This design comes from an exercise in tuning for small area, a short achievable clock period and few clock cycles per item on the open sky130 flow, not from production work.
Only simulation tests tie the RTL to the original design; equivalence was not proved.

==> design.v <==
module aes_sbox_ed_a (
    input  wire [7:0]  a,
    input  wire        dec,
    output wire [17:0] m
);
    wire M1, M2, M3, M4, M5, M6, M7, M8, M9, M10, M11, M12, M13, M14, M15, M16, M17, M18, M19, M20, M21, M22, M23, M24, M25, M26, M27, M28, M29, M30, M31, M32, M33, M34, M35, M36, M37, M38, M39, M40, M41, M42, M43, M44, M45, M46, M47, M48, M49, M50, M51, M52, M53, M54, M55, M56, M57, M58, M59, M60, M61, M62, M63, T1, T2, T3, T4, T5, T6, T7, T8, T9, T10, T11, T12, T13, T14, T15, T16, T17, T18, T19, T20, T21, T22, T23, T24, T25, T26, T27, U0, U1, U2, U3, U4, U5, U6, U7;
    wire [7:0] ai;
    assign ai[0] = ~(a[2] ^ a[5] ^ a[7]);
    assign ai[1] = a[0] ^ a[3] ^ a[6];
    assign ai[2] = ~(a[1] ^ a[4] ^ a[7]);
    assign ai[3] = a[0] ^ a[2] ^ a[5];
    assign ai[4] = a[1] ^ a[3] ^ a[6];
    assign ai[5] = a[2] ^ a[4] ^ a[7];
    assign ai[6] = a[0] ^ a[3] ^ a[5];
    assign ai[7] = a[1] ^ a[4] ^ a[6];
    wire [7:0] u = dec ? ai : a;
    assign U0 = u[7];
    assign U1 = u[6];
    assign U2 = u[5];
    assign U3 = u[4];
    assign U4 = u[3];
    assign U5 = u[2];
    assign U6 = u[1];
    assign U7 = u[0];
    assign T1 = U0 ^ U3;
    assign T2 = U0 ^ U5;
    assign T3 = U0 ^ U6;
    assign T4 = U3 ^ U5;
    assign T5 = U4 ^ U6;
    assign T6 = T1 ^ T5;
    assign T7 = U1 ^ U2;
    assign T8 = U7 ^ T6;
    assign T9 = U7 ^ T7;
    assign T10 = T6 ^ T7;
    assign T11 = U1 ^ U5;
    assign T12 = U2 ^ U5;
    assign T13 = T3 ^ T4;
    assign T14 = T6 ^ T11;
    assign T15 = T5 ^ T11;
    assign T16 = T5 ^ T12;
    assign T17 = T9 ^ T16;
    assign T18 = U3 ^ U7;
    assign T19 = T7 ^ T18;
    assign T20 = T1 ^ T19;
    assign T21 = U6 ^ U7;
    assign T22 = T7 ^ T21;
    assign T23 = T2 ^ T22;
    assign T24 = T2 ^ T10;
    assign T25 = T20 ^ T17;
    assign T26 = T3 ^ T16;
    assign T27 = T1 ^ T12;
    assign M1 = T13 & T6;
    assign M2 = T23 & T8;
    assign M3 = T14 ^ M1;
    assign M4 = T19 & U7;
    assign M5 = M4 ^ M1;
    assign M6 = T3 & T16;
    assign M7 = T22 & T9;
    assign M8 = T26 ^ M6;
    assign M9 = T20 & T17;
    assign M10 = M9 ^ M6;
    assign M11 = T1 & T15;
    assign M12 = T4 & T27;
    assign M13 = M12 ^ M11;
    assign M14 = T2 & T10;
    assign M15 = M14 ^ M11;
    assign M16 = M3 ^ M2;
    assign M17 = M5 ^ T24;
    assign M18 = M8 ^ M7;
    assign M19 = M10 ^ M15;
    assign M20 = M16 ^ M13;
    assign M21 = M17 ^ M15;
    assign M22 = M18 ^ M13;
    assign M23 = M19 ^ T25;
    assign M24 = M22 ^ M23;
    assign M25 = M22 & M20;
    assign M26 = M21 ^ M25;
    assign M27 = M20 ^ M21;
    assign M28 = M23 ^ M25;
    assign M29 = M28 & M27;
    assign M30 = M26 & M24;
    assign M31 = M20 & M23;
    assign M32 = M27 & M31;
    assign M33 = M27 ^ M25;
    assign M34 = M21 & M22;
    assign M35 = M24 & M34;
    assign M36 = M24 ^ M25;
    assign M37 = M21 ^ M29;
    assign M38 = M32 ^ M33;
    assign M39 = M23 ^ M30;
    assign M40 = M35 ^ M36;
    assign M41 = M38 ^ M40;
    assign M42 = M37 ^ M39;
    assign M43 = M37 ^ M38;
    assign M44 = M39 ^ M40;
    assign M45 = M42 ^ M41;
    assign M46 = M44 & T6;
    assign M47 = M40 & T8;
    assign M48 = M39 & U7;
    assign M49 = M43 & T16;
    assign M50 = M38 & T9;
    assign M51 = M37 & T17;
    assign M52 = M42 & T15;
    assign M53 = M45 & T27;
    assign M54 = M41 & T10;
    assign M55 = M44 & T13;
    assign M56 = M40 & T23;
    assign M57 = M39 & T19;
    assign M58 = M43 & T3;
    assign M59 = M38 & T22;
    assign M60 = M37 & T20;
    assign M61 = M42 & T1;
    assign M62 = M45 & T4;
    assign M63 = M41 & T2;
    assign m = {M46, M47, M48, M49, M50, M51, M52, M53, M54, M55, M56, M57, M58, M59, M60, M61, M62, M63};
endmodule
module aes_sbox_ed_b (
    input  wire [17:0] m,
    input  wire        dec,
    input  wire [7:0]  k,
    output wire [7:0]  y
);
    wire L0, L1, L2, L3, L4, L5, L6, L7, L8, L9, L10, L11, L12, L13, L14, L15, L16, L17, L18, L19, L20, L21, L22, L23, L24, L25, L26, L27, L28, L29, M46, M47, M48, M49, M50, M51, M52, M53, M54, M55, M56, M57, M58, M59, M60, M61, M62, M63;
    assign {M46, M47, M48, M49, M50, M51, M52, M53, M54, M55, M56, M57, M58, M59, M60, M61, M62, M63} = m;
    assign L0 = M61 ^ M62;
    assign L1 = M50 ^ M56;
    assign L2 = M46 ^ M48;
    assign L3 = M47 ^ M55;
    assign L4 = M54 ^ M58;
    assign L5 = M49 ^ M61;
    assign L6 = M62 ^ L5;
    assign L7 = M46 ^ L3;
    assign L8 = M51 ^ M59;
    assign L9 = M52 ^ M53;
    assign L10 = M53 ^ L4;
    assign L11 = M60 ^ L2;
    assign L12 = M48 ^ M51;
    assign L13 = M50 ^ L0;
    assign L14 = M52 ^ M61;
    assign L15 = M55 ^ L1;
    assign L16 = M56 ^ L0;
    assign L17 = M57 ^ L1;
    assign L18 = M58 ^ L8;
    assign L19 = M63 ^ L4;
    assign L20 = L0 ^ L1;
    assign L21 = L1 ^ L7;
    assign L22 = L3 ^ L12;
    assign L23 = L18 ^ L2;
    assign L24 = L15 ^ L9;
    assign L25 = L6 ^ L10;
    assign L26 = L7 ^ L9;
    assign L27 = L8 ^ L10;
    assign L28 = L11 ^ L14;
    assign L29 = L11 ^ L17;
    wire [7:0] yf;
    assign yf[7] = L6 ^ L24;
    assign yf[6] = ~(L16 ^ L26);
    assign yf[5] = ~(L19 ^ L28);
    assign yf[4] = L6 ^ L21;
    assign yf[3] = L20 ^ L22;
    assign yf[2] = L25 ^ L29;
    assign yf[1] = ~(L13 ^ L27);
    assign yf[0] = ~(L6 ^ L23);
    wire [7:0] yi;
    assign yi[7] = M49 ^ M51 ^ M52 ^ M54 ^ M58 ^ M59 ^ M61 ^ M62 ^ k[7];
    assign yi[6] = M47 ^ M48 ^ M49 ^ M50 ^ M52 ^ M54 ^ M55 ^ M56 ^ M59 ^ M60 ^ M61 ^ M63 ^ k[6];
    assign yi[5] = M47 ^ M48 ^ M49 ^ M50 ^ M52 ^ M54 ^ M56 ^ M57 ^ M58 ^ M60 ^ M61 ^ M62 ^ k[5];
    assign yi[4] = M46 ^ M48 ^ M52 ^ M54 ^ M58 ^ M59 ^ M61 ^ M62 ^ k[4];
    assign yi[3] = M46 ^ M48 ^ M50 ^ M51 ^ M52 ^ M53 ^ M56 ^ M57 ^ M58 ^ M59 ^ M61 ^ M63 ^ k[3];
    assign yi[2] = M46 ^ M47 ^ M50 ^ M51 ^ M52 ^ M54 ^ M58 ^ M59 ^ M61 ^ M62 ^ k[2];
    assign yi[1] = M49 ^ M50 ^ M52 ^ M53 ^ M58 ^ M59 ^ M61 ^ M62 ^ k[1];
    assign yi[0] = M55 ^ M57 ^ M61 ^ M63 ^ k[0];
    assign y = dec ? yi : yf;
endmodule
module aes_sbox_f_a (
    input  wire [7:0]  a,
    output wire [17:0] m
);
    wire M1, M2, M3, M4, M5, M6, M7, M8, M9, M10, M11, M12, M13, M14, M15, M16, M17, M18, M19, M20, M21, M22, M23, M24, M25, M26, M27, M28, M29, M30, M31, M32, M33, M34, M35, M36, M37, M38, M39, M40, M41, M42, M43, M44, M45, M46, M47, M48, M49, M50, M51, M52, M53, M54, M55, M56, M57, M58, M59, M60, M61, M62, M63, T1, T2, T3, T4, T5, T6, T7, T8, T9, T10, T11, T12, T13, T14, T15, T16, T17, T18, T19, T20, T21, T22, T23, T24, T25, T26, T27, U0, U1, U2, U3, U4, U5, U6, U7;
    wire [7:0] u = a;
    assign U0 = u[7];
    assign U1 = u[6];
    assign U2 = u[5];
    assign U3 = u[4];
    assign U4 = u[3];
    assign U5 = u[2];
    assign U6 = u[1];
    assign U7 = u[0];
    assign T1 = U0 ^ U3;
    assign T2 = U0 ^ U5;
    assign T3 = U0 ^ U6;
    assign T4 = U3 ^ U5;
    assign T5 = U4 ^ U6;
    assign T6 = T1 ^ T5;
    assign T7 = U1 ^ U2;
    assign T8 = U7 ^ T6;
    assign T9 = U7 ^ T7;
    assign T10 = T6 ^ T7;
    assign T11 = U1 ^ U5;
    assign T12 = U2 ^ U5;
    assign T13 = T3 ^ T4;
    assign T14 = T6 ^ T11;
    assign T15 = T5 ^ T11;
    assign T16 = T5 ^ T12;
    assign T17 = T9 ^ T16;
    assign T18 = U3 ^ U7;
    assign T19 = T7 ^ T18;
    assign T20 = T1 ^ T19;
    assign T21 = U6 ^ U7;
    assign T22 = T7 ^ T21;
    assign T23 = T2 ^ T22;
    assign T24 = T2 ^ T10;
    assign T25 = T20 ^ T17;
    assign T26 = T3 ^ T16;
    assign T27 = T1 ^ T12;
    assign M1 = T13 & T6;
    assign M2 = T23 & T8;
    assign M3 = T14 ^ M1;
    assign M4 = T19 & U7;
    assign M5 = M4 ^ M1;
    assign M6 = T3 & T16;
    assign M7 = T22 & T9;
    assign M8 = T26 ^ M6;
    assign M9 = T20 & T17;
    assign M10 = M9 ^ M6;
    assign M11 = T1 & T15;
    assign M12 = T4 & T27;
    assign M13 = M12 ^ M11;
    assign M14 = T2 & T10;
    assign M15 = M14 ^ M11;
    assign M16 = M3 ^ M2;
    assign M17 = M5 ^ T24;
    assign M18 = M8 ^ M7;
    assign M19 = M10 ^ M15;
    assign M20 = M16 ^ M13;
    assign M21 = M17 ^ M15;
    assign M22 = M18 ^ M13;
    assign M23 = M19 ^ T25;
    assign M24 = M22 ^ M23;
    assign M25 = M22 & M20;
    assign M26 = M21 ^ M25;
    assign M27 = M20 ^ M21;
    assign M28 = M23 ^ M25;
    assign M29 = M28 & M27;
    assign M30 = M26 & M24;
    assign M31 = M20 & M23;
    assign M32 = M27 & M31;
    assign M33 = M27 ^ M25;
    assign M34 = M21 & M22;
    assign M35 = M24 & M34;
    assign M36 = M24 ^ M25;
    assign M37 = M21 ^ M29;
    assign M38 = M32 ^ M33;
    assign M39 = M23 ^ M30;
    assign M40 = M35 ^ M36;
    assign M41 = M38 ^ M40;
    assign M42 = M37 ^ M39;
    assign M43 = M37 ^ M38;
    assign M44 = M39 ^ M40;
    assign M45 = M42 ^ M41;
    assign M46 = M44 & T6;
    assign M47 = M40 & T8;
    assign M48 = M39 & U7;
    assign M49 = M43 & T16;
    assign M50 = M38 & T9;
    assign M51 = M37 & T17;
    assign M52 = M42 & T15;
    assign M53 = M45 & T27;
    assign M54 = M41 & T10;
    assign M55 = M44 & T13;
    assign M56 = M40 & T23;
    assign M57 = M39 & T19;
    assign M58 = M43 & T3;
    assign M59 = M38 & T22;
    assign M60 = M37 & T20;
    assign M61 = M42 & T1;
    assign M62 = M45 & T4;
    assign M63 = M41 & T2;
    assign m = {M46, M47, M48, M49, M50, M51, M52, M53, M54, M55, M56, M57, M58, M59, M60, M61, M62, M63};
endmodule
module aes_sbox_f_b (
    input  wire [17:0] m,
    output wire [7:0]  y
);
    wire L0, L1, L2, L3, L4, L5, L6, L7, L8, L9, L10, L11, L12, L13, L14, L15, L16, L17, L18, L19, L20, L21, L22, L23, L24, L25, L26, L27, L28, L29, M46, M47, M48, M49, M50, M51, M52, M53, M54, M55, M56, M57, M58, M59, M60, M61, M62, M63;
    assign {M46, M47, M48, M49, M50, M51, M52, M53, M54, M55, M56, M57, M58, M59, M60, M61, M62, M63} = m;
    assign L0 = M61 ^ M62;
    assign L1 = M50 ^ M56;
    assign L2 = M46 ^ M48;
    assign L3 = M47 ^ M55;
    assign L4 = M54 ^ M58;
    assign L5 = M49 ^ M61;
    assign L6 = M62 ^ L5;
    assign L7 = M46 ^ L3;
    assign L8 = M51 ^ M59;
    assign L9 = M52 ^ M53;
    assign L10 = M53 ^ L4;
    assign L11 = M60 ^ L2;
    assign L12 = M48 ^ M51;
    assign L13 = M50 ^ L0;
    assign L14 = M52 ^ M61;
    assign L15 = M55 ^ L1;
    assign L16 = M56 ^ L0;
    assign L17 = M57 ^ L1;
    assign L18 = M58 ^ L8;
    assign L19 = M63 ^ L4;
    assign L20 = L0 ^ L1;
    assign L21 = L1 ^ L7;
    assign L22 = L3 ^ L12;
    assign L23 = L18 ^ L2;
    assign L24 = L15 ^ L9;
    assign L25 = L6 ^ L10;
    assign L26 = L7 ^ L9;
    assign L27 = L8 ^ L10;
    assign L28 = L11 ^ L14;
    assign L29 = L11 ^ L17;
    wire [7:0] yf;
    assign yf[7] = L6 ^ L24;
    assign yf[6] = ~(L16 ^ L26);
    assign yf[5] = ~(L19 ^ L28);
    assign yf[4] = L6 ^ L21;
    assign yf[3] = L20 ^ L22;
    assign yf[2] = L25 ^ L29;
    assign yf[1] = ~(L13 ^ L27);
    assign yf[0] = ~(L6 ^ L23);
    assign y = yf;
endmodule
module aes_core (
    input  wire         clk,
    input  wire         rst,          
    input  wire         key_load,     
    input  wire         key_len256,   
    input  wire [255:0] key_in,
    input  wire         start,        
    input  wire         decrypt,      
    input  wire [127:0] din,
    output wire         ready,
    output reg          done,         
    output wire [127:0] dout
);
    localparam integer SW = 18;       
    localparam integer KW = 18;       
    function automatic [7:0] xtime(input [7:0] b);
        xtime = {b[6:0], 1'b0} ^ (b[7] ? 8'h1b : 8'h00);
    endfunction
    function automatic [31:0] mix_col_k(input [31:0] c, input [31:0] k);
        reg [7:0] a0, a1, a2, a3, t;
        begin
            a0 = c[31:24]; a1 = c[23:16]; a2 = c[15:8]; a3 = c[7:0];
            t = a0 ^ a1 ^ a2 ^ a3;
            mix_col_k[31:24] = (a0 ^ k[31:24]) ^ t ^ xtime(a0 ^ a1);
            mix_col_k[23:16] = (a1 ^ k[23:16]) ^ t ^ xtime(a1 ^ a2);
            mix_col_k[15:8]  = (a2 ^ k[15:8])  ^ t ^ xtime(a2 ^ a3);
            mix_col_k[7:0]   = (a3 ^ k[7:0])   ^ t ^ xtime(a3 ^ a0);
        end
    endfunction
    function automatic [31:0] pre_inv(input [31:0] c);
        reg [7:0] a0, a1, a2, a3, u, v;
        begin
            a0 = c[31:24]; a1 = c[23:16]; a2 = c[15:8]; a3 = c[7:0];
            u = xtime(xtime(a0 ^ a2));
            v = xtime(xtime(a1 ^ a3));
            pre_inv = {a0 ^ u, a1 ^ v, a2 ^ u, a3 ^ v};
        end
    endfunction
    function automatic [7:0] rcon_of(input [3:0] i);
        case (i)
            4'd1:    rcon_of = 8'h01;
            4'd2:    rcon_of = 8'h02;
            4'd3:    rcon_of = 8'h04;
            4'd4:    rcon_of = 8'h08;
            4'd5:    rcon_of = 8'h10;
            4'd6:    rcon_of = 8'h20;
            4'd7:    rcon_of = 8'h40;
            4'd8:    rcon_of = 8'h80;
            4'd9:    rcon_of = 8'h1b;
            4'd10:   rcon_of = 8'h36;
            default: rcon_of = 8'h00;
        endcase
    endfunction
    reg  [255:0] k0;           
    reg  [255:0] klast;        
    reg          kl_valid;     
    reg          cur_k256;     
    reg          sreg;         
    reg  [2:0]   sregc;
    reg          preg;         
    reg          dreg;
    reg  [127:0] din_r;
    reg          ready_r;
    reg  [127:0] dout_r;
    reg          v0, d0, k2560, x0, p0, c0;
    reg  [3:0]   dc0;
    reg          kd1280;
    reg  [3:0]   r0;
    reg  [127:0] s0;
    reg  [255:0] w0;
    reg          v1, d1, k2561, x1, p1, c1, l1;
    reg          kdec1, krot1, dnl1;
    reg  [3:0]   r1;
    reg  [7:0]   rcon1;
    reg  [16*SW-1:0] m1;
    reg  [255:0] w1;
    reg  [KW*4-1:0]  km1;
    assign dout  = dout_r;
    assign ready = ready_r;
    wire [127:0] sh;           
    wire [16*SW-1:0] m_a;
    genvar gi;
    generate
        for (gi = 0; gi < 16; gi = gi + 1) begin : g_a
            localparam integer R  = gi % 4;
            localparam integer C  = gi / 4;
            localparam integer FW = 4 * ((C + R) % 4) + R;       
            localparam integer BW = 4 * ((C + 4 - R) % 4) + R;   
            assign sh[127 - 8*gi -: 8] = dc0[C] ? s0[127 - 8*BW -: 8] : s0[127 - 8*FW -: 8];
            aes_sbox_ed_a u_sa (
                .a   (sh[127 - 8*gi -: 8]),
                .dec (dc0[C]),
                .m   (m_a[SW*gi +: SW])
            );
        end
    endgenerate
    wire        kdec_a = d0 && !x0;                  
    wire [31:0] ks_in  = w0[31:0] ^ (kd1280 ? w0[63:32] : 32'h0);
    wire [KW*4-1:0] km_a;
    generate
        for (gi = 0; gi < 4; gi = gi + 1) begin : g_ka
            aes_sbox_f_a u_ka (
                .a (ks_in[31 - 8*gi -: 8]),
                .m (km_a[KW*gi +: KW])
            );
        end
    endgenerate
    wire [3:0] r_next = r0 + 4'd1;
    wire       l_next = (r_next == (k2560 ? 4'd14 : 4'd10));
    wire       krot_a = !k2560 || r_next[0];
    reg  [3:0] rci;
    always @(*) begin
        case ({k2560, kdec_a})
            2'b00:   rci = r_next + 4'd1;                 
            2'b10:   rci = (r_next + 4'd1) >> 1;          
            2'b01:   rci = 4'd10 - r_next;                
            default: rci = (4'd15 - r_next) >> 1;         
        endcase
    end
    wire [31:0] ksub;
    generate
        for (gi = 0; gi < 4; gi = gi + 1) begin : g_kb
            aes_sbox_f_b u_kb (
                .m (km1[KW*gi +: KW]),
                .y (ksub[31 - 8*gi -: 8])
            );
        end
    endgenerate
    wire [31:0]  kg = krot1 ? ({ksub[23:0], ksub[31:24]} ^ {rcon1, 24'h0}) : ksub;
    wire [127:0] ka = k2561 ? w1[255:128] : w1[127:0];
    wire [31:0]  ka0 = ka[127:96], ka1 = ka[95:64], ka2 = ka[63:32], ka3 = ka[31:0];
    wire [127:0] kn = kdec1 ? {ka0 ^ kg, ka1 ^ ka0, ka2 ^ ka1, ka3 ^ ka2}
                            : {ka0 ^ kg, ka0 ^ ka1 ^ kg, ka0 ^ ka1 ^ ka2 ^ kg, ka0 ^ ka1 ^ ka2 ^ ka3 ^ kg};
    wire [255:0] wn = {w1[127:0], kn};
    wire [127:0] rk = w1[127:0];               
    wire [127:0] t;
    generate
        for (gi = 0; gi < 16; gi = gi + 1) begin : g_b
            aes_sbox_ed_b u_sb (
                .m   (m1[SW*gi +: SW]),
                .dec (d1),
                .k   (rk[127 - 8*gi -: 8]),
                .y   (t[127 - 8*gi -: 8])
            );
        end
    endgenerate
    wire [127:0] rke = d1 ? 128'h0 : rk;
    wire [127:0] tp, tm;
    generate
        for (gi = 0; gi < 4; gi = gi + 1) begin : g_mix
            assign tp[127 - 32*gi -: 32] = pre_inv(t[127 - 32*gi -: 32]);
        end
    endgenerate
    wire [127:0] u  = dnl1 ? tp : t;
    generate
        for (gi = 0; gi < 4; gi = gi + 1) begin : g_mix2
            assign tm[127 - 32*gi -: 32] = mix_col_k(u[127 - 32*gi -: 32], rke[127 - 32*gi -: 32]);
        end
    endgenerate
    wire [127:0] y  = l1 ? (u ^ rke) : tm;
    wire fin      = v1 && l1 && !p1;             
    wire res      = fin && !x1;                  
    wire expdone  = fin && x1;                   
    wire prepdone = v1 && p1;                    
    wire park     = sreg && dreg && !kl_valid;   
    wire acc_k    = key_load && ready_r && !rst;
    wire acc_s    = start && ready_r && !rst;
    wire clr_cap  = acc_k || park;
    wire capture  = res && !d1 && c1 && !clr_cap;
    wire [255:0] kl_new = {w1[127:0], w1[255:128]};
    wire [255:0] wnew = (dreg && kl_valid) ? klast : k0;    
    reg          v0n, d0n, k0n, x0n, p0n, c0n;
    reg  [3:0]   r0n;
    always @(*) begin
        if (sreg) begin
            v0n = 1'b1; d0n = dreg; k0n = cur_k256; x0n = park; p0n = 1'b0;
            c0n = !dreg && !kl_valid && !acc_k; r0n = 4'd0;
        end else if (preg) begin
            v0n = 1'b1; d0n = 1'b0; k0n = 1'b0; x0n = 1'b0; p0n = 1'b1;
            c0n = 1'b0; r0n = 4'd15;
        end else if (expdone) begin
            v0n = 1'b1; d0n = 1'b1; k0n = k2561; x0n = 1'b0; p0n = 1'b0;
            c0n = 1'b0; r0n = 4'd0;
        end else begin
            v0n = v1 && !l1 && !p1; d0n = d1; k0n = k2561; x0n = x1; p0n = p1;
            c0n = c1 && !clr_cap; r0n = r1;
        end
        if (rst) v0n = 1'b0;
    end
    wire v1n   = v0 && !rst;
    wire sregn = acc_s;
    wire pregn = acc_k && !key_len256;
    wire klvn  = !(rst || acc_k || park) && (kl_valid || capture || expdone);
    wire k256n = acc_k ? key_len256 : cur_k256;
    wire [3:0] rnn   = r0n + 4'd1;
    wire slotfree_n  = !v0n || ((rnn == (k0n ? 4'd14 : 4'd10)) && !x0n && !p0n);
    wire pend_n      = (v0n && x0n) || (v1n && x0);
    wire park_n      = sregn && decrypt && !klvn;
    wire prep_n      = pregn || (v0n && p0n);
    wire order_n     = v1n && !l_next && (k2560 != k256n);
    always @(posedge clk) begin
        sreg    <= sregn;
        sregc   <= {(start && ready_r) || rst, start && ready_r, (start && ready_r && !key_load) || rst};
        preg    <= pregn;
        dreg    <= decrypt && start && ready_r;
        din_r   <= din;
        ready_r <= slotfree_n && !pend_n && !park_n && !prep_n && !order_n;
        if (acc_k) begin
            k0       <= key_len256 ? key_in : {key_in[255:128], key_in[255:128]};
            cur_k256 <= key_len256;
        end else if (prepdone) begin
            k0[127:0] <= kn;
        end
        kl_valid <= klvn;
        v1    <= v1n;
        d1    <= d0;
        k2561 <= k2560;
        x1    <= x0;
        p1    <= p0;
        c1    <= c0 && !clr_cap;
        r1    <= r_next;
        l1    <= l_next;
        kdec1 <= kdec_a;
        krot1 <= krot_a;
        rcon1 <= rcon_of(rci);
        dnl1  <= d0 && !l_next;
        m1    <= m_a;
        km1   <= km_a;
        w1    <= w0;
        dout_r <= y;
        done   <= res && !rst;
        v0     <= v0n;
        d0     <= d0n;
        dc0    <= {d0n & v0n, d0n | !v0n, d0n ^ !v0n, d0n};
        kd1280 <= d0n && !x0n && !k0n;
        k2560  <= k0n;
        x0     <= x0n;
        p0     <= p0n;
        c0     <= c0n;
        r0     <= r0n;
        if (sregc[2])
            s0 <= din_r ^ wnew[255:128];
        else if (expdone)
            s0 <= klast[127:0] ^ rk;
        else
            s0 <= y;
        if (sregc[1] || preg)
            w0[255:128] <= wnew[255:128];
        else
            w0[255:128] <= w1[127:0];
        if (sregc[0] || preg)
            w0[127:0] <= wnew[127:0];
        else if (expdone)
            w0[127:0] <= w1[255:128];
        else
            w0[127:0] <= kn;
        if (park) begin
            klast[127:0] <= din_r;
        end else if (capture || expdone) begin
            klast <= kl_new;
        end
    end
endmodule
==> flow/run.sh <==
#!/bin/bash
# Layout flow: the standard flow (standard synthesis, floorplan, placement,
# CTS, routing) unchanged, except that timing repair aims for a setup slack of
# SETUP_SLACK_MARGIN ns (from flow/margin) instead of 0 against the 12 ns clock,
# so that the tools size and buffer the design for a shorter period.
set -euo pipefail
MARGIN=$(cat flow/margin)
echo "setup margin $MARGIN" > run.log
bash standard.sh SETUP_SLACK_MARGIN="$MARGIN" finish > standard.log 2>&1
echo "done" >> run.log
==> flow/margin <==
8
==> standard.sh <==
#!/bin/bash
# synth_recipe.tcl (not shown) runs the flow's synth.tcl, then flattens the netlist and writes it again
# the make line also repeats each setting of config.mk as NAME=value (left out here)
make -C /OpenROAD-flow-scripts/flow DESIGN_CONFIG=/design/flow/config.mk WORK_HOME=/design/flow/orfs CLKGATE_MAP_FILE= SYNTH_SCRIPT=/design/flow/synth_recipe.tcl "${@:-finish}"
==> config.mk <==
export PLATFORM = sky130hd
export DESIGN_NAME = aes_core
export DESIGN_NICKNAME = aes_core
export VERILOG_FILES = /design/flow/design.v
export SDC_FILE = /design/flow/constraint.sdc
export NUM_CORES = 8
export LEC_CHECK = 0
export CAP_MARGIN = 30
export CORE_MARGIN = 2
export CORE_UTILIZATION = 50
export SLEW_MARGIN = 30
==> constraint.sdc <==
create_clock -name core_clock -period 12.0 [get_ports {clk}]
set_input_delay 2.4000 -clock core_clock [delete_from_list [all_inputs] [get_ports {clk}]]
set_output_delay 2.4000 -clock core_clock [all_outputs]
set_load 0.01 [all_outputs]
==> impl_results.rst, run 1 <==
.. list-table::
   :header-rows: 1

   * - Metric
     - Value
   * - Number of buffers created by CTS
     - 194
   * - Worst EP arrival
     - 4890 ps
   * - Clock tree root buffer cell
     - sky130_fd_sc_hd__clkbuf_16
   * - Detailed-route DRC error count
     - 0
   * - Via count of the first global-routing pass
     - 78000
   * - Relative slew slack
     - 17.9%
   * - Synthesized net count
     - 11000
   * - Dominant synthesized flop cell
     - sky130_fd_sc_hd__dfxtp_1
   * - Net count reported at finish
     - 11900
   * - Source of the critical timing path
     - m1[168]$_DFF_P_
   * - Initial cell density of the core
     - 50.2%
   * - Layout cell share with drive strength beyond 1
     - 21.7%
   * - Routed wire length
     - 447 mm
   * - Synth unique cells
     - 77
   * - Number of H-tree levels
     - 4
   * - Drt wl/cell
     - 30.8 um
   * - F_max
     - 238 MHz
   * - Required @ worst endpoint
     - 12690 ps
   * - Via density
     - 5.76
   * - Final clock period utilization by the worst path
     - 35.0%
   * - Total congestion overflow after global routing
     - 0
   * - Number of max-capacitance violations reported
     - 0
   * - Placeable core region
     - 212000 um^2
   * - Routed vias
     - 83500
   * - Insertion delay to the later sink of the worst-skew pair
     - 900 ps
   * - Final RePlAce weighted congestion
     - 1.02
   * - Hold slack final
     - 305 ps
   * - Global routing usage on met3
     - 11.7%
   * - Number of synthesized flops with an enable pin
     - 512
   * - Vertical extent of the die
     - 465 um
   * - Antenna-violating nets left
     - 0
   * - Setup CP Type
     - register to register
   * - Mapped Cells
     - 10600
   * - Iteration count of the initial detailed-routing pass
     - 6
   * - Met1 routing resource usage after global routing
     - 53.2%
   * - Floorplan die area
     - 217000 um^2
   * - Worst Skew
     - 75.4 ps
   * - Unrepaired setup endpoints after global routing
     - yes
   * - Class of the worst hold path
     - register to register
   * - Top-level I/O count
     - 520
   * - Source of the worst register-to-register timing path
     - m1[168]$_DFF_P_
   * - Final sum of negative setup slack
     - 0 ps
   * - Signed area change from the synthesized netlist to the final layout
     - 28.0%
   * - Final HPWL DP
     - 337 mm
   * - Clock transition at path regs
     - 60 ps
   * - Maximum fanout along the worst path
     - 4
   * - Chip Width
     - 465 um
   * - Most congested layer reported by global routing
     - met2
   * - Main area contributors after synthesis
     - sky130_fd_sc_hd__dfxtp_1 24%, sky130_fd_sc_hd__xnor2_1 19%, sky130_fd_sc_hd__edfxtp_1 14%
   * - Share of the synthesized area in the top cell type
     - 24.5%
   * - Post-synth design cell area
     - 106000 um^2
   * - Port-buffer cells
     - 519
   * - Worst-case clock buffer depth
     - 3
   * - Number of antenna violations at the first check in global routing
     - 35
   * - Clock tree from TritonCTS
     - done
   * - CTS sink cnt
     - 1814
   * - Final hold vios
     - 0
   * - Core utilization of the finished layout
     - 64.3%
   * - GR Layer Usage met2
     - 57.3%
   * - Syn. warnings
     - 1
   * - 1st-iter DRT viols
     - 10200
   * - Most used cells in the layout excluding fill and tap cells
     - 1814 x sky130_fd_sc_hd__xnor2_1, 1024 x sky130_fd_sc_hd__dfxtp_1, 952 x sky130_fd_sc_hd__nand2_1
   * - Fin. max-slew vios
     - 0
   * - Crit start category
     - register
   * - Most common library cell in the layout ignoring fill and taps
     - sky130_fd_sc_hd__xnor2_1
   * - Largest net degree at the start of global routing
     - 141
   * - Yosys top cell by area
     - sky130_fd_sc_hd__dfxtp_1
   * - Worst setup EP type
     - register
   * - Final count of negative-setup-slack endpoints
     - 0
   * - Site row count
     - 169
   * - Source of the worst hold timing path
     - w0[235]$_DFF_P_
   * - Status
     - finished clean
   * - Measured slew at the worst slew-check pin
     - 1220 ps
   * - Sequential cell area fraction in the yosys report
     - 38.9%
   * - Shortest period the worst path allows
     - 4200 ps
   * - Global Route Usage Sum
     - 39.5%
   * - Flops & latches, synth
     - 1814
   * - First-pass GRT wire length
     - 600 mm
   * - Share of synthesized registers carrying an async set or reset
     - 0%
   * - Mean cell area of the mapped netlist
     - 10.1 um^2
[per-layer routing]
metal / wire length [um] / vias up
met5: 117 / -
met4: 28400 / 18
met3: 53500 / 776
met2: 188000 / 4527
met1: 177000 / 41100
li1: - / 37100
[through the flow]
| stage | instance area, um^2 | setup WS [ps] | instances |
|---|---|---|---|
| after floorplan | 107000 | 6530 | 10600 |
| after global placement | 115000 | 5180 | 13500 |
| after detailed placement | 115000 | 5130 | 13500 |
| after CTS | 130000 | 7840 | 14200 |
| after global routing | 136000 | 7720 | 14500 |
| final | 136000 | 7800 | 14500 |
[cell usage after synthesis (7+ instances only)]
library cell	instances
sky130_fd_sc_hd__xnor2_1	2306
sky130_fd_sc_hd__dfxtp_1	1302
sky130_fd_sc_hd__nand2_1	984
sky130_fd_sc_hd__nor2_1	850
sky130_fd_sc_hd__xor2_1	745
sky130_fd_sc_hd__mux2i_1	580
sky130_fd_sc_hd__edfxtp_1	512
sky130_fd_sc_hd__a21oi_1	492
sky130_fd_sc_hd__clkbuf_1	441
sky130_fd_sc_hd__o21ai_0	394
sky130_fd_sc_hd__nor2b_1	294
sky130_fd_sc_hd__xnor3_1	252
sky130_fd_sc_hd__nor3_1	159
sky130_fd_sc_hd__a211oi_1	132
sky130_fd_sc_hd__a221o_1	113
sky130_fd_sc_hd__o211ai_1	107
sky130_fd_sc_hd__buf_1	106
sky130_fd_sc_hd__inv_1	92
sky130_fd_sc_hd__nand2b_1	91
sky130_fd_sc_hd__xor3_1	91
sky130_fd_sc_hd__ha_1	49
sky130_fd_sc_hd__buf_2	43
sky130_fd_sc_hd__and2_1	37
sky130_fd_sc_hd__nand3_1	30
sky130_fd_sc_hd__a31oi_1	28
sky130_fd_sc_hd__and3_1	27
sky130_fd_sc_hd__o22ai_1	26
sky130_fd_sc_hd__xnor2_2	25
sky130_fd_sc_hd__mux2_2	24
sky130_fd_sc_hd__xor2_2	22
sky130_fd_sc_hd__a22oi_1	20
sky130_fd_sc_hd__o21a_1	18
sky130_fd_sc_hd__a21o_1	15
sky130_fd_sc_hd__o21ai_1	13
sky130_fd_sc_hd__a21boi_0	12
sky130_fd_sc_hd__nand3b_1	12
sky130_fd_sc_hd__or2_2	12
sky130_fd_sc_hd__clkbuf_2	10
sky130_fd_sc_hd__a22o_1	8
sky130_fd_sc_hd__nor3b_1	8
sky130_fd_sc_hd__a211o_1	7
[what timing repair did]
item | in CTS | in global routing
setup buffers | 337 | 265
hold buffers | 0 | 0
setup endpoints to repair | 1343 | 494
gates cloned | 15 | 6
gates resized for setup | 1241 | 643
pin swaps | 306 | 354
[critical path, stage by stage, from the launching register on]
cell	delay [ps]
sky130_fd_sc_hd__dfxtp_2	330
sky130_fd_sc_hd__xnor3_1	380
sky130_fd_sc_hd__xnor3_1	430
sky130_fd_sc_hd__xnor3_1	270
sky130_fd_sc_hd__mux2i_4	250
sky130_fd_sc_hd__xor2_1	210
sky130_fd_sc_hd__nand2_2	170
sky130_fd_sc_hd__xnor2_4	290
sky130_fd_sc_hd__xnor3_2	350
sky130_fd_sc_hd__xnor3_2	430
sky130_fd_sc_hd__buf_4	160
sky130_fd_sc_hd__xnor2_2	140
sky130_fd_sc_hd__nor2_2	70
sky130_fd_sc_hd__xnor2_2	190
sky130_fd_sc_hd__a221o_1	380
[final cells by class]
type / count / area (um^2)
Sequential cell: 1814 / 42000
Multi-Input combinational cell: 8084 / 71200
Tap cell: 2821 / 3530
Antenna cell: 10 / 25.0
Timing Repair inverter: 1 / 8.76
Timing Repair Buffer: 1315 / 12300
Fill cell: 16900 / 75600
Clock inverter: 96 / 1160
Inverter: 94 / 385
Clock buffer: 270 / 5700
[state kept, by name, indices dropped and copies added (netlist names), 8 cells and up]
signal / flops
m1: 288
k0: 256
klast: 256
w0: 256
w1: 256
din_r: 128
dout_r: 128
s0: 128
km1: 72
rcon1: 8
[path summary, 6_finish.rpt]
| path | to | slack (ps) | cells past startpoint |
|---|---|---|---|
| max | s0[55]$_DFF_P_ | 7800 | 14 |
| min | w1[235]$_DFF_P_ | 300 | 0 |
| max reg2reg | s0[55]$_DFF_P_ | 7800 | 14 |
| min reg2reg | w1[235]$_DFF_P_ | 300 | 0 |
[kinds of logic (layout without fill, tap and decap cells)]
logic type	Yosys count	after routing	synth area share, %
AOI/OAI and AO/OA	1434	1434	8.29
adders and majority gates	49	49	0.576
and+or+nand+nor	2527	2533	10.4
other	0	10	0
muxes	615	615	5.89
buffers and inverters	697	1776	2.53
DFF	1814	1814	38.9
xor gates and xnor gates	3450	3453	33.4
Testbench counts, summed over its fixed seeds: cycles 10,301, blocks 768.
==> run 2: changes to the inputs <==
--- a/config.mk
+++ b/config.mk
@@ -7,5 +7,5 @@
 export LEC_CHECK = 0
-export CAP_MARGIN = 30
+export CAP_MARGIN = 20
 export CORE_MARGIN = 2
 export CORE_UTILIZATION = 50
-export SLEW_MARGIN = 30
+export SLEW_MARGIN = 20
==> run 2 against run 1 <==
Sequential share of layout area about the same; still clean; clock skew up 21 ps; non-clock buffer count up 17; largest cell class unchanged; fmax down 0.47%; global-route usage about the same; via count up 0.13%.
==> impl_results.rst, run 2 <==
.. list-table::
   :header-rows: 1

   * - Metric
     - Value
   * - Status
     - finished clean
   * - Class of the worst hold path
     - register to register
   * - Net count reported at finish
     - 12000 (+0.14%)
   * - Iteration count of the initial detailed-routing pass
     - 6 (unchanged)
   * - Sequential cell area fraction in the yosys report
     - 38.9% (unchanged)
   * - Global Route Usage Sum
     - 39.5% (about the same)
   * - Worst-case clock buffer depth
     - 3 (unchanged)
   * - Share of the synthesized area in the top cell type
     - 24.5% (unchanged)
   * - Mapped Cells
     - 10600 (unchanged)
   * - Non-Filler Cell Area, Final
     - 136000 um^2 (about the same)
   * - Dominant combinational cell family by area after synthesis
     - XOR/XNOR gates
   * - Simple-gate portion of the synthesized area
     - 10.4% (unchanged)
   * - Synthesized net count
     - 11000 (unchanged)
   * - Adder and majority gate portion of the synthesized area
     - 0.576% (unchanged)
   * - F_max
     - 237 MHz (-0.47%)
   * - Fin. max-slew vios
     - 0 (unchanged)
   * - Share of synthesized registers carrying an async set or reset
     - 0% (unchanged)
   * - Source of the critical timing path
     - dnl1$_DFF_P_
   * - Signed area change from the synthesized netlist to the final layout
     - 28.1% (about the same)
   * - Syn. warnings
     - 1 (unchanged)
   * - Floorplan die area
     - 217000 um^2 (unchanged)
   * - Setup CP Type
     - register to register
   * - Clock transition at path regs
     - 60 ps (about the same)
   * - Number of max-capacitance violations reported
     - 0 (unchanged)
   * - Worst-path cell with the longest stage delay
     - sky130_fd_sc_hd__dfxtp_2
   * - Drt wl/cell
     - 30.7 um (-0.28%)
   * - Final HPWL DP
     - 337 mm (about the same)
   * - Required @ worst endpoint
     - 12690 ps (about the same)
   * - Final RePlAce weighted congestion
     - 1.02 (unchanged)
   * - Worst Skew
     - 96.4 ps (+21.0 ps)
   * - Post-synth design cell area
     - 106000 um^2 (unchanged)
   * - Most frequent cell after synthesis
     - sky130_fd_sc_hd__xnor2_1
   * - Final hold vios
     - 0 (unchanged)
   * - Via count of the first global-routing pass
     - 78300 (+0.40%)
   * - Insertion delay to the later sink of the worst-skew pair
     - 880 ps (-20 ps)
   * - Unrepaired setup endpoints after global routing
     - yes
   * - Clock tree root buffer cell
     - sky130_fd_sc_hd__clkbuf_16
   * - Top reg by flops
     - m1
   * - Number of cells on the worst reg-to-reg path
     - 10 (-4)
   * - Shortest period the worst path allows
     - 4220 ps (+20.0 ps)
   * - Detailed-route DRC error count
     - 0 (unchanged)
   * - Worst hold path cell count
     - 0 (unchanged)
   * - Top-level I/O count
     - 520 (unchanged)
   * - Source of the worst hold timing path
     - w0[144]$_DFF_P_
   * - Fraction of synthesized cell area in xor and xnor cells
     - 33.4% (unchanged)
   * - Number of flip-flops under the largest register name
     - 288 (unchanged)
   * - Clock tree from TritonCTS
     - done
   * - Placed instance area
     - 115000 um^2 (about the same)
   * - Cell family with the largest share of critical-path delay
     - XOR/XNOR gates
   * - Port-buffer cells
     - 519 (unchanged)
   * - Yosys top cell by area
     - sky130_fd_sc_hd__dfxtp_1
   * - Total stage count of the critical path
     - 10 (-4)
   * - Most frequent cells after synthesis
     - 2306 x sky130_fd_sc_hd__xnor2_1, 1302 x sky130_fd_sc_hd__dfxtp_1, 984 x sky130_fd_sc_hd__nand2_1, 850 x sky130_fd_sc_hd__nor2_1, 745 x sky130_fd_sc_hd__xor2_1
   * - Pre-CTS setup slack
     - 5170 ps (+38.1 ps)
   * - Via density
     - 5.76 (about the same)
   * - Largest net degree at the start of global routing
     - 141 (unchanged)
   * - Total congestion overflow after global routing
     - 0 (unchanged)
   * - Routed wire length
     - 447 mm (about the same)
   * - Flop2flop setup slack
     - 7780 ps (-20 ps)
   * - First-pass GRT wire length
     - 601 mm (+0.12%)
   * - Relative slew slack
     - 16.6% (-1.3 points)
   * - Mean cell area of the mapped netlist
     - 10.1 um^2 (unchanged)
   * - Final count of negative-setup-slack endpoints
     - 0 (unchanged)
   * - Core utilization of the finished layout
     - 64.3% (about the same)
   * - Buffering stage count on the worst path with inverters included
     - 2 (+1)
   * - Final sum of negative setup slack
     - 0 ps (unchanged)
   * - Compound-Gate Fraction of Synth Area
     - 8.29% (unchanged)
   * - Number of buffers created by CTS
     - 195 (+0.52%)
   * - Number of synthesized flops with an enable pin
     - 512 (unchanged)
   * - Main area contributors after synthesis
     - sky130_fd_sc_hd__dfxtp_1 24%, sky130_fd_sc_hd__xnor2_1 19%, sky130_fd_sc_hd__edfxtp_1 14%
   * - Site row count
     - 169 (unchanged)
   * - Flops & latches, synth
     - 1814 (unchanged)
   * - Placeable core region
     - 212000 um^2 (unchanged)
   * - CTS sink cnt
     - 1814 (unchanged)
   * - Proportion of synthesized area in mux cells
     - 5.89% (unchanged)
   * - Source of the worst register-to-register timing path
     - dnl1$_DFF_P_
   * - Worst EP arrival
     - 4900 ps (about the same)
   * - Most common library cell in the layout ignoring fill and taps
     - sky130_fd_sc_hd__xnor2_1
   * - Highest cell delay on the worst timing path
     - 690 ps (+260 ps)
   * - List of cells traversed by the critical path
     - buf_6 -> buf_6 -> nand2_2 -> xnor2_4 -> xnor3_2 -> xnor3_2 -> xnor2_1 -> nor2_1 -> xnor2_2 -> a221o_1
   * - Synth unique cells
     - 77 (unchanged)
   * - Vertical extent of the die
     - 465 um (unchanged)
   * - Measured slew at the worst slew-check pin
     - 1250 ps (+27.1 ps)
   * - Most used cells in the layout excluding fill and tap cells
     - 1807 x sky130_fd_sc_hd__xnor2_1, 1038 x sky130_fd_sc_hd__dfxtp_1, 950 x sky130_fd_sc_hd__nand2_1
   * - Final clock period utilization by the worst path
     - 35.1% (+0.17 points)
   * - Number of antenna violations at the first check in global routing
     - 38 (+8.6%)
   * - Layout cell share with drive strength beyond 1
     - 21.8% (+0.064 points)
   * - Routed vias
     - 83700 (+0.13%)
   * - Antenna-violating nets left
     - 0 (unchanged)
   * - Dominant synthesized flop cell
     - sky130_fd_sc_hd__dfxtp_1
   * - Chip Width
     - 465 um (unchanged)
   * - Initial cell density of the core
     - 50.2% (unchanged)
   * - Number of H-tree levels
     - 4 (unchanged)
   * - Worst setup EP type
     - register
   * - Final worst slack
     - 7780 ps (-20.0 ps)
   * - Crit start category
     - register
   * - Maximum fanout along the worst path
     - 27 (+23)
   * - 1st-iter DRT viols
     - 10200 (+0.12%)
run 2: area by class of cell:
| cell class | instances | area (um^2) |
|---|---|---|
| flip-flops and latches | 1814 | 42000 |
| repair buffers | 1332 | 12300 |
| well taps | 2821 | 3530 |
| clock buffers | 263 | 5380 |
| multi-input cells | 8083 | 71500 |
| fillers | 16900 | 75600 |
| diodes | 18 | 45.0 |
| inverters | 94 | 380 |
| repair inverters | 1 | 8.76 |
| clock inverters | 108 | 1150 |
run 2: cell families (layout without fill, tap and decap cells):
group | count (synthesis) | after routing
AOI/OAI and AO/OA | 1434 | 1434
xor gates and xnor gates | 3450 | 3453
adders and majority gates | 49 | 49
buffers and inverters | 697 | 1798
DFF | 1814 | 1814
muxes | 615 | 615
other | 0 | 18
and+or+nand+nor | 2527 | 2532
run 2: path summary, 6_finish.rpt:
| kind | endpoint |
|---|---|
| max | s0[55]$_DFF_P_ |
| min | w1[144]$_DFF_P_ |
| max reg2reg | s0[55]$_DFF_P_ |
| min reg2reg | w1[144]$_DFF_P_ |
run 2: stage by stage:
stage / cells / hold WS (ps)
2_1_floorplan: 10600 / 310
3_3_place_gp: 13500 / 309
3_5_place_dp: 13500 / 312
4_1_cts: 14200 / 309
5_1_grt: 14500 / 319
6_report: 14500 / 311
run 2: repair_timing:
item / 4_1_cts / 5_1_grt
hold buffers: 0 / 0
endpoints found under the setup margin: 1347 / 785
buffers inserted: 316 / 305
cloned: 14 / 5
gates resized for setup: 1214 / 701
pin swaps: 292 / 352
run 2: per-layer routing:
metal	GRT usage (%)	vias up	wire, um
met5	0	-	88
met4	20.6	14	29800
met3	11.9	858	53800
met2	57.4	4422	187000
met1	53.0	41100	176000
li1	-	37200	-
run 2: worst reg2reg max path: stages, from the launching register on:
cell                      delay [ps]
sky130_fd_sc_hd__dfxtp_2         690
sky130_fd_sc_hd__buf_6           470
sky130_fd_sc_hd__buf_6           470
sky130_fd_sc_hd__nand2_2         220
sky130_fd_sc_hd__xnor2_4         280
sky130_fd_sc_hd__xnor3_2         500
sky130_fd_sc_hd__xnor3_2         530
sky130_fd_sc_hd__xnor2_1         210
sky130_fd_sc_hd__nor2_1           90
sky130_fd_sc_hd__xnor2_2         200
sky130_fd_sc_hd__a221o_1         390
==> run 3: changes to the inputs <==
--- a/config.mk
+++ b/config.mk
@@ -7,5 +7,7 @@
 export LEC_CHECK = 0
-export CAP_MARGIN = 20
+export CAP_MARGIN = 30
+export CELL_PAD_IN_SITES_DETAIL_PLACEMENT = 0
+export CELL_PAD_IN_SITES_GLOBAL_PLACEMENT = 0
 export CORE_MARGIN = 2
 export CORE_UTILIZATION = 50
-export SLEW_MARGIN = 20
+export SLEW_MARGIN = 30
==> run 3 against run 2 <==
Synthesized area unchanged; core utilization about the same; cell count down 0.20%; still clean on timing, DRC and antenna; design area about the same; non-clock buffer count down 17; fmax up 0.48%.
==> impl_results.rst, run 3 <==
.. list-table::
   :header-rows: 1

   * - Metric
     - Value
   * - Chip Width
     - 465 um (unchanged)
   * - Proportion of synthesized area in mux cells
     - 5.89% (unchanged)
   * - Crit start category
     - register
   * - Fin. max-slew vios
     - 0 (unchanged)
   * - Worst Skew
     - 75.4 ps (-21.0 ps)
   * - Worst EP arrival
     - 4890 ps (about the same)
   * - Floorplan die area
     - 217000 um^2 (unchanged)
   * - Highest cell delay on the worst timing path
     - 430 ps (-260 ps)
   * - Fraction of synthesized cell area in xor and xnor cells
     - 33.4% (unchanged)
   * - Synthesized net count
     - 11000 (unchanged)
   * - Most frequent cells after synthesis
     - 2306 x sky130_fd_sc_hd__xnor2_1, 1302 x sky130_fd_sc_hd__dfxtp_1, 984 x sky130_fd_sc_hd__nand2_1, 850 x sky130_fd_sc_hd__nor2_1, 745 x sky130_fd_sc_hd__xor2_1
   * - Flops & latches, synth
     - 1814 (unchanged)
   * - Share of synthesized registers carrying an async set or reset
     - 0% (unchanged)
   * - Worst setup EP type
     - register
   * - Unrepaired setup endpoints after global routing
     - yes
   * - Most used cells in the layout excluding fill and tap cells
     - 1814 x sky130_fd_sc_hd__xnor2_1, 1024 x sky130_fd_sc_hd__dfxtp_1, 952 x sky130_fd_sc_hd__nand2_1
   * - Pre-CTS setup slack
     - 5130 ps (-38.1 ps)
   * - Number of synthesized flops with an enable pin
     - 512 (unchanged)
   * - Core utilization of the finished layout
     - 64.3% (about the same)
   * - Post-synth design cell area
     - 106000 um^2 (unchanged)
   * - Signed area change from the synthesized netlist to the final layout
     - 28.0% (about the same)
   * - Final worst slack
     - 7800 ps (+20.0 ps)
   * - Iteration count of the initial detailed-routing pass
     - 6 (unchanged)
   * - Final hold vios
     - 0 (unchanged)
   * - Mean cell area of the mapped netlist
     - 10.1 um^2 (unchanged)
   * - Non-filler cells in the finished layout
     - 14500 (-0.20%)
   * - Compound-Gate Fraction of Synth Area
     - 8.29% (unchanged)
   * - Maximum fanout along the worst path
     - 4 (-85%)
   * - Via count of the first global-routing pass
     - 78000 (-0.40%)
   * - Cell family with the largest share of critical-path delay
     - XOR/XNOR gates
   * - Final clock period utilization by the worst path
     - 35.0% (-0.17 points)
   * - Detailed-route DRC error count
     - 0 (unchanged)
   * - Setup CP Type
     - register to register
   * - Top reg by flops
     - m1
   * - Sequential cell area fraction in the yosys report
     - 38.9% (unchanged)
   * - Syn. warnings
     - 1 (unchanged)
   * - Most frequent cell after synthesis
     - sky130_fd_sc_hd__xnor2_1
   * - Final RePlAce weighted congestion
     - 1.02 (unchanged)
   * - Class of the worst hold path
     - register to register
   * - Via density
     - 5.76 (about the same)
   * - Total congestion overflow after global routing
     - 0 (unchanged)
   * - F_max
     - 238 MHz (+0.48%)
   * - Vertical extent of the die
     - 465 um (unchanged)
   * - Number of H-tree levels
     - 4 (unchanged)
   * - Top-level I/O count
     - 520 (unchanged)
   * - Adder and majority gate portion of the synthesized area
     - 0.576% (unchanged)
   * - First-pass GRT wire length
     - 600 mm (-0.12%)
   * - Final HPWL DP
     - 337 mm (about the same)
   * - Number of flip-flops under the largest register name
     - 288 (unchanged)
   * - Mapped Cells
     - 10600 (unchanged)
   * - Final count of negative-setup-slack endpoints
     - 0 (unchanged)
   * - Measured slew at the worst slew-check pin
     - 1220 ps (-27.1 ps)
   * - Synth unique cells
     - 77 (unchanged)
   * - Port-buffer cells
     - 519 (unchanged)
   * - Footprint of the multi-input gates
     - 71200 um^2 (-0.41%)
   * - Initial cell density of the core
     - 50.2% (unchanged)
   * - Routed vias
     - 83500 (-0.13%)
   * - Largest net degree at the start of global routing
     - 141 (unchanged)
   * - Antenna-violating nets left
     - 0 (unchanged)
   * - Buffering stage count on the worst path with inverters included
     - 1 (-1)
   * - Worst-case clock buffer depth
     - 3 (unchanged)
   * - Insertion delay to the later sink of the worst-skew pair
     - 900 ps (+20 ps)
   * - Number of max-capacitance violations reported
     - 0 (unchanged)
   * - Site row count
     - 169 (unchanged)
   * - Drt wl/cell
     - 30.8 um (+0.28%)
   * - Dominant synthesized flop cell
     - sky130_fd_sc_hd__dfxtp_1
   * - Hold bufs inserted after CTS
     - 0 (unchanged)
   * - CTS sink cnt
     - 1814 (unchanged)
   * - Net count reported at finish
     - 11900 (-0.14%)
   * - Worst-path cell with the longest stage delay
     - sky130_fd_sc_hd__xnor3_1
   * - Most common library cell in the layout ignoring fill and taps
     - sky130_fd_sc_hd__xnor2_1
   * - Global Route Usage Sum
     - 39.5% (about the same)
   * - Number of antenna violations at the first check in global routing
     - 35 (-7.9%)
   * - Clock transition at path regs
     - 60 ps (about the same)
   * - Relative slew slack
     - 17.9% (+1.3 points)
   * - Number of placed instances, taps included
     - 13500 (+0.0074%)
   * - Routed wire length
     - 447 mm (about the same)
   * - Area of all sequential standard cells
     - 42000 um^2 (about the same)
   * - Clock tree root buffer cell
     - sky130_fd_sc_hd__clkbuf_16
   * - 1st-iter DRT viols
     - 10200 (-0.12%)
   * - Most common cell type on the critical path
     - sky130_fd_sc_hd__xnor3_1
   * - Placeable core region
     - 212000 um^2 (unchanged)
   * - Filler cell count
     - 16900 (-0.18%)
   * - Final sum of negative setup slack
     - 0 ps (unchanged)
   * - Shortest period the worst path allows
     - 4200 ps (-20.0 ps)
   * - List of cells traversed by the critical path
     - xnor3_1 -> xnor3_1 -> xnor3_1 -> mux2i_4 -> xor2_1 -> nand2_2 -> xnor2_4 -> xnor3_2 -> xnor3_2 -> buf_4 -> xnor2_2 -> nor2_2 -> xnor2_2 -> a221o_1
   * - Required @ worst endpoint
     - 12690 ps (about the same)
   * - Share of the synthesized area in the top cell type
     - 24.5% (unchanged)
   * - Main area contributors after synthesis
     - sky130_fd_sc_hd__dfxtp_1 24%, sky130_fd_sc_hd__xnor2_1 19%, sky130_fd_sc_hd__edfxtp_1 14%
   * - Number of buffers created by CTS
     - 194 (-0.51%)
   * - Simple-gate portion of the synthesized area
     - 10.4% (unchanged)
   * - Layout cell share with drive strength beyond 1
     - 21.7% (-0.064 points)
   * - Yosys top cell by area
     - sky130_fd_sc_hd__dfxtp_1
   * - Clock tree from TritonCTS
     - done
   * - Dominant combinational cell family by area after synthesis
     - XOR/XNOR gates
   * - Status
     - finished clean
[run 3: final timing paths]
check | slack [ps] | from | depth (start not counted) | to
worst min register to register | 300 | w0[235]$_DFF_P_ | 0 | w1[235]$_DFF_P_
worst min-delay path | 300 | w0[235]$_DFF_P_ | 0 | w1[235]$_DFF_P_
worst max-delay path | 7800 | m1[168]$_DFF_P_ | 14 | s0[55]$_DFF_P_
worst max register to register | 7800 | m1[168]$_DFF_P_ | 14 | s0[55]$_DFF_P_
[run 3: what timing repair did]
item | 4_1_cts | 5_1_grt
resized for setup | 1241 | 643
pin swaps | 306 | 354
buffers inserted | 337 | 265
gates cloned | 15 | 6
setup endpoints to repair | 1343 | 494
[run 3: through the flow]
| stage | area (um^2) | hold slack, ps |
|---|---|---|
| final | 136000 | 305 |
| after CTS | 130000 | 307 |
| after floorplan | 107000 | 310 |
| after global placement | 115000 | 309 |
| after detailed placement | 115000 | 312 |
| after global routing | 136000 | 315 |
[run 3: routing by layer]
metal | track usage, % | part of all wire (%)
met1 | 53.2 | 40
met2 | 57.3 | 42
met3 | 11.7 | 12
met4 | 20.6 | 6.3
met5 | 0 | 0.026
[run 3: logic make-up (layout without fill, tap and decap cells)]
family / Yosys count / in the layout
XOR/XNOR: 3450 / 3453
AND/OR/NAND/NOR: 2527 / 2533
flip-flops: 1814 / 1814
AO/OA/AOI/OAI: 1434 / 1434
buffers and inverters: 697 / 1776
multiplexers: 615 / 615
adder cells (fa/ha/maj): 49 / 49
other: 0 / 10
[run 3: cell type report]
type	count	share of cell area, %
antenna	10	0.0184
clock buffer	270	4.18
clock inverter	96	0.853
inverter	94	0.283
multi-input combinational	8084	52.3
sequential	1814	30.8
tap	2821	2.59
timing repair buffer	1315	8.99
timing repair inverter	1	0.00643
==> run 4: changes to the inputs <==
--- a/flow/run.sh
+++ b/flow/run.sh
@@ -8,3 +8,3 @@
 echo "setup margin $MARGIN" > run.log
-bash standard.sh SETUP_SLACK_MARGIN="$MARGIN" finish > standard.log 2>&1
+bash standard.sh SETUP_SLACK_MARGIN="$MARGIN" RECOVER_POWER=50 finish > standard.log 2>&1
 echo "done" >> run.log
--- a/config.mk
+++ b/config.mk
@@ -8,4 +8,2 @@
 export CAP_MARGIN = 30
-export CELL_PAD_IN_SITES_DETAIL_PLACEMENT = 0
-export CELL_PAD_IN_SITES_GLOBAL_PLACEMENT = 0
 export CORE_MARGIN = 2
==> run 4 against run 3 <==
Now fails the layout checks on max-capacitance violations, max-slew violations; synthesized cell count unchanged; setup slack worse by 3400 ps; sequential share of layout area is 0.091 points higher; global-route usage is the same; clock skew is essentially flat; cell count hardly changed; fmax down 45%; largest cell class unchanged.
==> impl_results.rst, run 4 <==
.. list-table::
   :header-rows: 1

   * - Metric
     - Value
   * - Dominant combinational cell family by area after synthesis
     - XOR/XNOR gates
   * - Proportion of synthesized area in mux cells
     - 5.89% (unchanged)
   * - Worst-case clock buffer depth
     - 3 (unchanged)
   * - Final count of negative-setup-slack endpoints
     - 0 (unchanged)
   * - Class of the worst hold path
     - register to register
   * - Core utilization of the finished layout
     - 64.0% (-0.29 points)
   * - Clock tree from TritonCTS
     - done
   * - Final HPWL DP
     - 337 mm (unchanged)
   * - Final RePlAce weighted congestion
     - 1.02 (unchanged)
   * - Final worst slack
     - 4390 ps (-3410 ps)
   * - Main area contributors after synthesis
     - sky130_fd_sc_hd__dfxtp_1 24%, sky130_fd_sc_hd__xnor2_1 19%, sky130_fd_sc_hd__edfxtp_1 14%
   * - Highest cell delay on the worst timing path
     - 2710 ps (+2280 ps)
   * - Top reg by flops
     - m1
   * - Via count of the first global-routing pass
     - 78000 (unchanged)
   * - Signed area change from the synthesized netlist to the final layout
     - 27.5%
   * - Most common cell type on the critical path
     - sky130_fd_sc_hd__clkbuf_1
   * - Global Route Usage Sum
     - 39.5% (unchanged)
   * - Number of antenna violations at the first check in global routing
     - 41 (+17%)
   * - Chip Width
     - 465 um (unchanged)
   * - Clock tree root buffer cell
     - sky130_fd_sc_hd__clkbuf_16
   * - Dominant synthesized flop cell
     - sky130_fd_sc_hd__dfxtp_1
   * - Share of the synthesized area in the top cell type
     - 24.5% (unchanged)
   * - Shortest period the worst path allows
     - 7610 ps (+3410 ps)
   * - Most common library cell in the layout ignoring fill and taps
     - sky130_fd_sc_hd__xnor2_1
   * - Compound-Gate Fraction of Synth Area
     - 8.29% (unchanged)
   * - Number of placed instances, taps included
     - 13500 (unchanged)
   * - Port-buffer cells
     - 519 (unchanged)
   * - Worst hold path cell count
     - 0 (unchanged)
   * - Total congestion overflow after global routing
     - 0 (unchanged)
   * - Site row count
     - 169 (unchanged)
   * - Relative slew slack
     - -164% (-180 points)
   * - Drt wl/cell
     - 30.8 um (about the same)
   * - Vertical extent of the die
     - 465 um (unchanged)
   * - Worst-path cell with the longest stage delay
     - sky130_fd_sc_hd__clkbuf_1
   * - Mapped Cells
     - 10600 (unchanged)
   * - Filler cell count
     - 17000 (+0.83%)
   * - Simple-gate portion of the synthesized area
     - 10.4% (unchanged)
   * - Syn. warnings
     - 1 (unchanged)
   * - Placeable core region
     - 212000 um^2 (unchanged)
   * - Post-synth design cell area
     - 106000 um^2 (unchanged)
   * - Detailed-route DRC error count
     - 0 (unchanged)
   * - Number of flip-flops under the largest register name
     - 288 (unchanged)
   * - Antenna-violating nets left
     - 0 (unchanged)
   * - Pre-CTS setup slack
     - 5130 ps (unchanged)
   * - Final clock period utilization by the worst path
     - 63.4% (+28 points)
   * - Maximum fanout along the worst path
     - 65 (+61)
   * - Largest net degree at the start of global routing
     - 141 (unchanged)
   * - Flops & latches, synth
     - 1814 (unchanged)
   * - List of cells traversed by the critical path
     - clkbuf_1 -> and2_0 -> nand2_1 -> clkbuf_1 -> nor3_1 -> a221o_2
   * - Number of H-tree levels
     - 4 (unchanged)
   * - Most frequent cells after synthesis
     - 2306 x sky130_fd_sc_hd__xnor2_1, 1302 x sky130_fd_sc_hd__dfxtp_1, 984 x sky130_fd_sc_hd__nand2_1, 850 x sky130_fd_sc_hd__nor2_1, 745 x sky130_fd_sc_hd__xor2_1
   * - Worst setup EP type
     - register
   * - Mean cell area of the mapped netlist
     - 10.1 um^2 (unchanged)
   * - Most used cells in the layout excluding fill and tap cells
     - 1820 x sky130_fd_sc_hd__xnor2_1, 1059 x sky130_fd_sc_hd__dfxtp_1, 956 x sky130_fd_sc_hd__nand2_1
   * - Iteration count of the initial detailed-routing pass
     - 8 (+2)
   * - Number of max-capacitance violations reported
     - 24 (+24)
   * - Worst Skew
     - 75.4 ps (-0.0137 ps)
   * - Synthesized net count
     - 11000 (unchanged)
   * - 1st-iter DRT viols
     - 10100 (-1.1%)
   * - Initial cell density of the core
     - 50.2% (unchanged)
   * - Most frequent cell after synthesis
     - sky130_fd_sc_hd__xnor2_1
   * - Net count reported at finish
     - 11900 (unchanged)
   * - F_max
     - 131 MHz (-45%)
   * - Non-Filler Cell Area, Final
     - 136000 um^2 (-0.44%)
   * - Number of cells on the worst reg-to-reg path
     - 6 (-8)
   * - Clock transition at path regs
     - 80 ps (+20 ps)
   * - First-pass GRT wire length
     - 600 mm (unchanged)
   * - Final sum of negative setup slack
     - 0 ps (unchanged)
   * - Crit start category
     - register
   * - Worst EP arrival
     - 8300 ps (+3410 ps)
   * - Number of synthesized flops with an enable pin
     - 512 (unchanged)
   * - Routed wire length
     - 447 mm (about the same)
   * - Unrepaired setup endpoints after global routing
     - yes
   * - Required @ worst endpoint
     - 12690 ps (about the same)
   * - Non-filler cells in the finished layout
     - 14500 (+0.083%)
   * - Status
     - complete, but fails checks
   * - Fraction of synthesized cell area in xor and xnor cells
     - 33.4% (unchanged)
   * - Fin. max-slew vios
     - 817 (+817)
   * - Final hold vios
     - 0 (unchanged)
   * - Via density
     - 5.77 (about the same)
   * - Layout cell share with drive strength beyond 1
     - 20.5% (-1.2 points)
   * - Synth unique cells
     - 77 (unchanged)
   * - Top-level I/O count
     - 520 (unchanged)
   * - Sequential cell area fraction in the yosys report
     - 38.9% (unchanged)
   * - Setup CP Type
     - register to register
   * - Layout Check Fail Reasons
     - max-capacitance violations, max-slew violations
   * - Placed instance area
     - 115000 um^2 (unchanged)
   * - Adder and majority gate portion of the synthesized area
     - 0.576% (unchanged)
   * - Routed vias
     - 83700 (+0.18%)
   * - Floorplan die area
     - 217000 um^2 (unchanged)
   * - Insertion delay to the later sink of the worst-skew pair
     - 900 ps (about the same)
   * - Number of buffers created by CTS
     - 194 (unchanged)
   * - Yosys top cell by area
     - sky130_fd_sc_hd__dfxtp_1
   * - Share of synthesized registers carrying an async set or reset
     - 0% (unchanged)
   * - CTS sink cnt
     - 1814 (unchanged)
   * - Measured slew at the worst slew-check pin
     - 3960 ps (+2730 ps)
[run 4: cell types whose count changed in the layout (fill, tap and decap cells not counted), moves of 12 or more]
cell,delta
sky130_fd_sc_hd__clkdlybuf4s50_1,-257
sky130_fd_sc_hd__diode_2,+12
sky130_fd_sc_hd__buf_4,-71
sky130_fd_sc_hd__dfxtp_2,-27
sky130_fd_sc_hd__dlygate4sd3_1,+257
sky130_fd_sc_hd__clkbuf_1,+80
sky130_fd_sc_hd__dfxtp_1,+35
[run 4: area by class of cell]
cell class,count,area (um^2),area share (%)
repair inverters,1,5.00,0.00369
clock buffers,270,5700,4.20
multi-input cells,8084,71100,52.4
repair buffers,1315,11900,8.76
diodes,22,55.1,0.0406
inverters,94,370,0.273
well taps,2821,3530,2.60
clock inverters,96,1160,0.857
flip-flops and latches,1814,41900,30.9
[run 4: worst paths after layout]
| check | from | to | slack (ps) |
|---|---|---|---|
| max | l1$_DFF_P_ | s0[86]$_DFF_P_ | 4390 |
| min | w0[235]$_DFF_P_ | w1[235]$_DFF_P_ | 310 |
| max reg2reg | l1$_DFF_P_ | s0[86]$_DFF_P_ | 4390 |
| min reg2reg | w0[235]$_DFF_P_ | w1[235]$_DFF_P_ | 310 |
[run 4: repair_timing]
item / in CTS / in global routing
setup endpoints to repair: 1343 / 494
setup buffers: 337 / 265
cloned: 15 / 6
pin swaps: 306 / 354
gates resized for setup: 1241 / 643
hold buffers: 0 / 0
[run 4: critical path, delay by kind of cell (launching register included)]
kind	cells	cell delay [ps]
and+or+nand+nor	3	2760
buffers and inverters	2	3390
AOI/OAI and AO/OA	1	570
DFF	1	550
[run 4: kinds of logic (layout without fill, tap and decap cells)]
family,after synthesis,count (layout)
simple gates,2527,2533
fa+ha+maj,49,49
other cells,0,22
buf+inv,697,1776
flops,1814,1814
mux,615,615
xor+xnor,3450,3453
compound gates,1434,1434
[run 4: layer usage]
metal / part of all wire (%) / wire, um / vias to the layer above / global-route usage (%)
met3: 12 / 53300 / 820 / 11.7
met5: 0.024 / 106 / - / 0
met4: 6.5 / 29000 / 18 / 20.6
met2: 42 / 187000 / 4506 / 57.3
met1: 40 / 177000 / 41200 / 53.2
li1: - / - / 37100 / -
[run 4: metrics by stage]
stage,hold slack [ps]
floorplan,310
global placement,309
detailed placement,312
CTS,307
global route,315
finish,308

[port drivers added, routing unchanged]
How much do the figures lean on ideal ports? The routed layouts below were timed once more, with nothing changed but the port constraints. Step 1 assumes that a clkbuf_16 drives the clock port and a buf_2 every other input. Step 2 moves the port delays by t, midway between the first and last clock arrival at a register: inputs arrive t later, outputs are due t later. That takes back most of the time a late clock gives input paths. a / b / c = ideal ports / drivers / drivers and shift; a / b = the first two.
run	shift t [ns]	setup WS [ns]	hold slack, ns	worst setup path at the end	cell pins on the clock port's net
run 1	0.962	7.803 / 7.803 / 7.148	0.305 / 0.305 / 0.305	input to register	1
run 2	0.936	7.783 / 7.783 / 7.102	0.311 / 0.311 / 0.311	input to register	1
run 3	0.962	7.803 / 7.803 / 7.148	0.305 / 0.305 / 0.305	input to register	1
run 4	0.963	4.390 / 4.390 / 4.183	0.308 / 0.308 / 0.308	input to register	1
For run 2, which loses most, drivers alone change the setup slack by 0.000 ns; drivers and shift together by -0.681 ns.
